Context: an optimization exercise on an open-source flow, tuned for small area, a short achievable clock period and few clock cycles per item. The choices shown serve that exercise and are no tape-out recipe. The RTL was checked by simulation tests, not by an equivalence proof against the original design.

## design/flow/run.sh

```bash
#!/bin/bash
# synth_recipe.tcl (not shown) runs the flow's synth.tcl, then flattens the netlist and writes it again
# the make line also repeats each setting of config.mk as NAME=value (left out here)
make -C /OpenROAD-flow-scripts/flow DESIGN_CONFIG=/design/flow/config.mk WORK_HOME=/design/flow/orfs CLKGATE_MAP_FILE= SYNTH_SCRIPT=/design/flow/synth_recipe.tcl finish
```

## design/flow/config.mk

```make
export PLATFORM = sky130hd
export DESIGN_NAME = ticket_gen
export DESIGN_NICKNAME = ticket_gen
export VERILOG_FILES = /design/flow/design.v
export SDC_FILE = /design/flow/constraint.sdc
export NUM_CORES = 4
export LEC_CHECK = 0
export CAP_MARGIN = 20
export CORE_MARGIN = 2
export CORE_UTILIZATION = 40
export SLEW_MARGIN = 20
```

## design/flow/constraint.sdc

```tcl
create_clock -name core_clock -period 9.5 [get_ports {clk}]
set_input_delay 1.9000 -clock core_clock [delete_from_list [all_inputs] [get_ports {clk}]]
set_output_delay 1.9000 -clock core_clock [all_outputs]
set_load 0.01 [all_outputs]
```

## design/flow/design.v

```verilog
module ticket_gen (
    input  wire         clk,
    input  wire         rst,
    input  wire         in_valid,
    output wire         in_ready,
    input  wire [127:0] key,
    input  wire [31:0]  frame,
    input  wire [31:0]  shot,
    input  wire [1:0]   subpulses,
    input  wire [15:0]  gap_base,
    input  wire [15:0]  gap_step,
    output wire         out_valid,
    input  wire         out_ready,
    output wire [127:0] keystream,
    output wire [31:0]  out_frame,
    output wire [31:0]  out_shot,
    output wire [2:0]   out_n,
    output wire [15:0]  gap1,
    output wire [15:0]  gap2,
    output wire [15:0]  gap3,
    output wire [15:0]  span
);
    localparam [63:0] CB_TAIL = 64'h454D_554B_4149_5449;   
    localparam [1:0] S_IDLE  = 2'd0,
                     S_ROUND = 2'd1,
                     S_DONE  = 2'd2;
    function automatic [3:0] gf4_mul(input [3:0] a, input [3:0] b);
        reg [3:0] p, x;
        integer i;
        begin
            p = 4'h0;
            x = a;
            for (i = 0; i < 4; i = i + 1) begin
                if (b[i]) p = p ^ x;
                x = {x[2:0], 1'b0} ^ (x[3] ? 4'h3 : 4'h0);
            end
            gf4_mul = p;
        end
    endfunction
    function automatic [3:0] gf4_inv(input [3:0] a);
        case (a)
            4'h0: gf4_inv = 4'h0;  4'h1: gf4_inv = 4'h1;  4'h2: gf4_inv = 4'h9;  4'h3: gf4_inv = 4'he;
            4'h4: gf4_inv = 4'hd;  4'h5: gf4_inv = 4'hb;  4'h6: gf4_inv = 4'h7;  4'h7: gf4_inv = 4'h6;
            4'h8: gf4_inv = 4'hf;  4'h9: gf4_inv = 4'h2;  4'ha: gf4_inv = 4'hc;  4'hb: gf4_inv = 4'h5;
            4'hc: gf4_inv = 4'ha;  4'hd: gf4_inv = 4'h4;  4'he: gf4_inv = 4'h3;  default: gf4_inv = 4'h8;
        endcase
    endfunction
    function automatic [7:0] sbox(input [7:0] a);
        reg [7:0] m, c, o;
        reg [3:0] d, di;
        begin
            m[0] = a[0] ^ a[5] ^ a[7];
            m[1] = a[2];
            m[2] = a[2] ^ a[3] ^ a[4] ^ a[5] ^ a[6] ^ a[7];
            m[3] = a[3] ^ a[4];
            m[4] = a[4] ^ a[5] ^ a[6];
            m[5] = a[1] ^ a[4] ^ a[6] ^ a[7];
            m[6] = a[2] ^ a[3] ^ a[5] ^ a[7];
            m[7] = a[5] ^ a[7];
            d  = gf4_mul(gf4_mul(m[7:4], m[7:4]), 4'h8) ^ gf4_mul(m[7:4], m[3:0])
               ^ gf4_mul(m[3:0], m[3:0]);
            di = gf4_inv(d);
            c  = {gf4_mul(m[7:4], di), gf4_mul(m[3:0] ^ m[7:4], di)};
            o[0] = c[0] ^ c[2] ^ c[6];
            o[1] = c[0] ^ c[1] ^ c[2] ^ c[3] ^ c[4] ^ c[5];
            o[2] = c[0] ^ c[3] ^ c[5] ^ c[6];
            o[3] = c[0] ^ c[2] ^ c[5];
            o[4] = c[0] ^ c[1] ^ c[3] ^ c[4] ^ c[5];
            o[5] = c[1] ^ c[2] ^ c[3] ^ c[5] ^ c[6] ^ c[7];
            o[6] = c[4] ^ c[6] ^ c[7];
            o[7] = c[1] ^ c[2];
            sbox = o ^ 8'h63;
        end
    endfunction
    function automatic [7:0] xtime(input [7:0] a);
        xtime = {a[6:0], 1'b0} ^ (a[7] ? 8'h1b : 8'h00);
    endfunction
    function automatic [127:0] sub_bytes(input [127:0] s);
        integer i;
        for (i = 0; i < 16; i = i + 1)
            sub_bytes[127-8*i -: 8] = sbox(s[127-8*i -: 8]);
    endfunction
    function automatic [127:0] shift_rows(input [127:0] s);
        integer r, c;
        for (c = 0; c < 4; c = c + 1)
            for (r = 0; r < 4; r = r + 1)
                shift_rows[127-8*(r+4*c) -: 8] = s[127-8*(r+4*((c+r)%4)) -: 8];
    endfunction
    function automatic [127:0] mix_columns(input [127:0] s);
        integer c;
        reg [7:0] a0, a1, a2, a3, t;
        for (c = 0; c < 4; c = c + 1) begin
            a0 = s[127-8*(4*c)   -: 8];
            a1 = s[127-8*(4*c+1) -: 8];
            a2 = s[127-8*(4*c+2) -: 8];
            a3 = s[127-8*(4*c+3) -: 8];
            t  = a0 ^ a1 ^ a2 ^ a3;
            mix_columns[127-8*(4*c)   -: 8] = a0 ^ t ^ xtime(a0 ^ a1);
            mix_columns[127-8*(4*c+1) -: 8] = a1 ^ t ^ xtime(a1 ^ a2);
            mix_columns[127-8*(4*c+2) -: 8] = a2 ^ t ^ xtime(a2 ^ a3);
            mix_columns[127-8*(4*c+3) -: 8] = a3 ^ t ^ xtime(a3 ^ a0);
        end
    endfunction
    function automatic [127:0] next_key(input [127:0] k, input [7:0] rcon);
        reg [31:0] w0, w1, w2, w3, t;
        begin
            w0 = k[127:96];
            w1 = k[95:64];
            w2 = k[63:32];
            w3 = k[31:0];
            t  = {sbox(w3[23:16]) ^ rcon, sbox(w3[15:8]), sbox(w3[7:0]), sbox(w3[31:24])};
            w0 = w0 ^ t;
            w1 = w1 ^ w0;
            w2 = w2 ^ w1;
            w3 = w3 ^ w2;
            next_key = {w0, w1, w2, w3};
        end
    endfunction
    reg [1:0]   state_q;
    reg [3:0]   round_q;      
    reg [7:0]   rcon_q;
    reg [127:0] aes_q;        
    reg [127:0] rkey_q;       
    reg [31:0]  frame_q;
    reg [31:0]  shot_q;
    reg [1:0]   sub_q;
    reg [15:0]  base_q;
    reg [15:0]  step_q;
    wire [127:0] rkey_next = next_key(rkey_q, rcon_q);
    wire [127:0] sr        = shift_rows(sub_bytes(aes_q));
    wire [127:0] round_out = (round_q == 4'd10) ? (sr ^ rkey_next)
                                                : (mix_columns(sr) ^ rkey_next);
    always @(posedge clk) begin
        if (rst) begin
            state_q <= S_IDLE;
            round_q <= 4'd0;
            rcon_q  <= 8'h00;
        end else begin
            case (state_q)
                S_IDLE: if (in_valid) begin
                    state_q <= S_ROUND;
                    round_q <= 4'd1;
                    rcon_q  <= 8'h01;
                end
                S_ROUND: begin
                    round_q <= round_q + 4'd1;
                    rcon_q  <= xtime(rcon_q);
                    if (round_q == 4'd10)
                        state_q <= S_DONE;
                end
                S_DONE: if (out_ready)
                    state_q <= S_IDLE;
                default: state_q <= S_IDLE;
            endcase
        end
    end
    always @(posedge clk) begin
        if (state_q == S_IDLE && in_valid) begin
            aes_q   <= {frame, shot, CB_TAIL} ^ key;
            rkey_q  <= key;
            frame_q <= frame;
            shot_q  <= shot;
            sub_q   <= subpulses;
            base_q  <= gap_base;
            step_q  <= gap_step;
        end else if (state_q == S_ROUND) begin
            aes_q  <= round_out;
            rkey_q <= rkey_next;
        end
    end
    wire [15:0] g1 = base_q + aes_q[127:124] * step_q;
    wire [15:0] g2 = base_q + aes_q[123:120] * step_q;
    wire [15:0] g3 = base_q + aes_q[119:116] * step_q;
    assign in_ready  = (state_q == S_IDLE);
    assign out_valid = (state_q == S_DONE);
    assign keystream = aes_q;
    assign out_frame = frame_q;
    assign out_shot  = shot_q;
    assign out_n     = {1'b0, sub_q} + 3'd1;
    assign gap1      = (sub_q >= 2'd1) ? g1 : 16'd0;
    assign gap2      = (sub_q >= 2'd2) ? g2 : 16'd0;
    assign gap3      = (sub_q >= 2'd3) ? g3 : 16'd0;
    assign span      = gap1 + gap2 + gap3;
endmodule
```

==> notes.md <==
----------------------------------------------------
[Place]
  Port-buffer cells ... 490
  GP Congestion ... 0.938
  Final HPWL DP ... 183 mm
  Placed Cells ... around 9700
  Total cell area at the placement stage ... 0.0734 mm^2

[Cells and area]
  Fraction of layout instances using a drive strength above 1 ... 7.47%
  Layout overhead on the synthesized area ... 13.0%
  Final cell count without fillers ... 9796
  Core Util, Final ... 45.6%
  Layout fillers ... 15841
  Final instance area ... about 0.075 mm^2
  Final nets ... just over 8000

[Worst setup path]
  Worst reg2reg path depth ... 25
  Max FO, Critical Path ... 7
  CP Launch Point ... step_q[2]$_DFFE_PP_
  End of the critical path ... span[15]
  Startpoint type of the worst setup path ... flop
  Cell with the biggest individual delay on the critical path ... sky130_fd_sc_hd__fa_1
  End of the worst register-to-register path ... aes_q[12]$_DFFE_PP_
  Crit Path Category ... reg -> out
  Crit end category ... primary output
  Crit path depth ... 29
  Launching point of the worst reg2reg path ... aes_q[39]$_DFFE_PP_
  Most Frequent Cell on Critical Path ... sky130_fd_sc_hd__fa_1
  CP max stage delay ... 0.58 ns
  Kind of cell adding the most delay to the critical path ... adder cells
  Number of buffer and inverter stages on the critical path ... 3
  Critical path required time ... approximately 7.6 ns
  Data arrival at the endpoint of the critical path ... 7.14 ns
  Register-to-register setup slack ... a little under 0.9 ns

[Timing]
  Headroom to the max-slew limit ... a little over a fifth
  Post-layout min period ... between 9 and 10 ns
  Clock skew ... 0.0344 ns
  Fin. max-slew vios ... 0
  Setup violation total in the final timing report ... 0
  Upper clock frequency limit ... approximately 110 MHz
  Worst slack on hold paths ... between 0.4 and 0.5 ns
  Setup repair after global routing missed its margin ... no
  Slew of the pin with the lowest slew margin ... 1.17 ns
  Hold violation count in the final report ... 0
  Total negative setup slack ... 0 ns
  Fin crit share ... 95.1%

[Clocking]
  Clock Sinks ... 368
  Cell chosen for the clock root ... sky130_fd_sc_hd__clkbuf_16
  Clock-pin slew of the registers on the worst-case setup and hold paths ... 0.06 ns
  Number of buffers inserted by hold repair at cts ... 0
  Insertion delay of the later-clocked pin in the worst-skew pair ... about 0.70 ns
  H-tree Lvls ... 2
  CTS tree ... done
  Number of CTS-inserted buffers ... 53
  Maximum buffer depth of the clock tree ... 3

[Floorplan]
  Effective utilization at floorplan ... approximately two fifths
  Floorplan row count ... 149
  Overall die area ... 0.170 mm^2
  Top-Level Pins ... just under 500
  Die Span Y ... 412 um
  Core box area ... 0.165 mm^2
  Die Wd ... 412 um

[Global routing]
  Number of global-route vias before repair ... 53040
  Aggregate global-route resource usage ... 26.2%
  Antenna violations before repair ... 16
  Residual overflow from global routing ... 0
  Maximum number of pins on one net before global-route repair ... 154
  Global-route wire length before repair ... 341 mm

[Route]
  Vias per cell ... between 5 and 6
  Length of the first detailed-routing pass in iterations ... 8
  Total number of vias ... 55380
  Detailed-route wire length per cell ... 23.5 um
  DRC violation count after routing ... 0
  Post-route ant nets ... 0
  WL final ... 230 mm
  Count of routing violations after the opening detailed-route iteration ... 5317

[Logic synthesis]
  Cell area after synthesis ... around 0.067 mm^2
  Flops & latches, synth ... about 370
  Prevailing post-synth register cell ... sky130_fd_sc_hd__edfxtp_1
  Top area cells in the synthesized netlist ... sky130_fd_sc_hd__edfxtp_1 16%, sky130_fd_sc_hd__xnor2_1 14%, sky130_fd_sc_hd__xnor3_1 10%
  Synthesized netlist cell count ... 7299
  Number of synthesized flops with an enable pin ... 354
  YS warnings ... 1
  Syn_nets ... between 7000 and 8000
  Yosys top cell area share ... 15.9%
  Portion of the post-synthesis area used by sequential elements ... 16.4%
  Distinct cells, synth ... around 130
  Async S/R FF share, synth ... 0%
  Dominant cell type by area after synthesis ... sky130_fd_sc_hd__edfxtp_1
  Avg Cell Area, Syn ... approximately 9.1 um^2

[Hold path]
  Type of the tightest min-delay check ... reg -> reg
  Worst hold path stage count ... 2

[Status]
  Result of the run ... no timing/DRC/antenna violations

[Run]
  Number of maximum-capacitance violations ... 0

----------------------------------------------------
==> kinds of logic after synthesis <==
family                     share of synthesized area, %
and+or+nand+nor                                    15.2
adders and majority gates                          7.96
xor gates and xnor gates                           37.7
buffers and inverters                              4.73
DFF                                                16.4
muxes                                              4.76
AOI/OAI and AO/OA                                  13.3
==> routing by layer <==
layer	GRT usage [%]	up-vias	wire length, um	part of all wire [%]
met1	36.2	27100	101000	44
met3	4.28	331	17800	7.7
li1	-	25883	-	-
met4	10.4	22	10400	4.5
met2	40.9	2044	101000	44
met5	0	-	145	0.063
==> per-stage QoR <==
stage	setup slack, ns
3_3_place_gp	0.314
2_1_floorplan	0.637
4_1_cts	0.00133
5_1_grt	0.0204
3_5_place_dp	0.349
6_report	0.461
==> tightest hold or removal path, stage by stage (launching register included) <==
cell and delay, ns:
sky130_fd_sc_hd__dfxtp_1 0.33, sky130_fd_sc_hd__nand3_1 0.07, sky130_fd_sc_hd__a21oi_1 0.05
==> final cells by class <==
type	instances	area (um^2)	share of cell area, %
Antenna cell	3	7.51	0.00996
Timing Repair Buffer	620	5930	7.87
Multi-Input combinational cell	6191	52800	70.0
Tap cell	2189	2740	3.63
Inverter	325	1230	1.63
Clock buffer	65	1390	1.85
Sequential cell	368	10900	14.5
Clock inverter	35	393	0.521
==> state kept, by name, summed over array words and instances, names as in the netlist <==
signal,flops
aes_q,128
rkey_q,128
frame_q,32
shot_q,32
base_q,16
step_q,16
rcon_q,8
round_q,4
state_q,2
sub_q,2
==> cells in the final DEF, fill, tap and decap left out, types with 252 or more instances in the layout <==
| cell | count |
|---|---|
| sky130_fd_sc_hd__xor2_1 | 496 |
| sky130_fd_sc_hd__inv_1 | 309 |
| sky130_fd_sc_hd__edfxtp_1 | 354 |
| sky130_fd_sc_hd__o21ai_0 | 252 |
| sky130_fd_sc_hd__clkdlybuf4s50_1 | 489 |
| sky130_fd_sc_hd__nor2_1 | 646 |
| sky130_fd_sc_hd__xnor3_1 | 303 |
| sky130_fd_sc_hd__nand2_1 | 655 |
| sky130_fd_sc_hd__xnor2_1 | 1031 |
| sky130_fd_sc_hd__a21oi_1 | 335 |
==> repair_timing <==
action,CTS,global route
setup buffers,4,6
gates resized for setup,28,20
pin swaps,1,9
setup endpoints to repair,1,2
cloned,0,0
==> Yosys cell counts (all sizes together) (61+ instances only) <==
cell and instances:
nor2b 79, xor3 75, clkbuf 194, o21ai 307
ha 213, nor2 648, nor3 164, inv 323
a21oi 343, xnor3 320, xor2 542, o211ai 61
fa 130, nand2 660, and2 105, buf 221
a211oi 95, edfxtp 354, xnor2 1139, nand3 108
nand2b 62, mux2i 248
==> how the worst min path moves through the flow <==
stage	endpoint	slack, ns	start
4_1_cts	rcon_q[6]$_SDFFE_PP0P_	0.49	rcon_q[5]$_SDFFE_PP0P_
6_report	rcon_q[1]$_SDFFE_PP0P_	0.49	rcon_q[1]$_SDFFE_PP0P_
3_5_place_dp	rcon_q[2]$_SDFFE_PP0P_	0.48	rcon_q[1]$_SDFFE_PP0P_
3_3_place_gp	rcon_q[2]$_SDFFE_PP0P_	0.46	rcon_q[1]$_SDFFE_PP0P_
2_1_floorplan	rcon_q[7]$_SDFFE_PP0P_	0.45	rcon_q[6]$_SDFFE_PP0P_
5_1_grt	rcon_q[5]$_SDFFE_PP0P_	0.51	rcon_q[4]$_SDFFE_PP0P_
Testbench counts, summed over its fixed seeds: cycles 11,520, items 960.

static timing again, ports no longer ideal:
No port has a modelled driver above. Below, the same layout with a new extraction and two added sets of constraints.
Step 1: set_driving_cell puts a clkbuf_16 on clk and a buf_2 on each other input, an assumption about the parent block.
Step 2, shift: input delay + t, output delay - t, t = (earliest + latest rising clock arrival at the registers) / 2. This alone moves slack from input paths to output paths.
Slacks: ideal ports / drivers / drivers and shift; pairs: ideal ports / drivers.
t (ns): 0.768
setup WS [ns]: 0.461 / 0.379 / 0.874
hold WS [ns]: 0.493 / 0.493 / 0.493
After both steps setup and hold are still met in this run. The setup slack of this run moves by -0.082 ns with the drivers and by +0.413 ns with both steps.
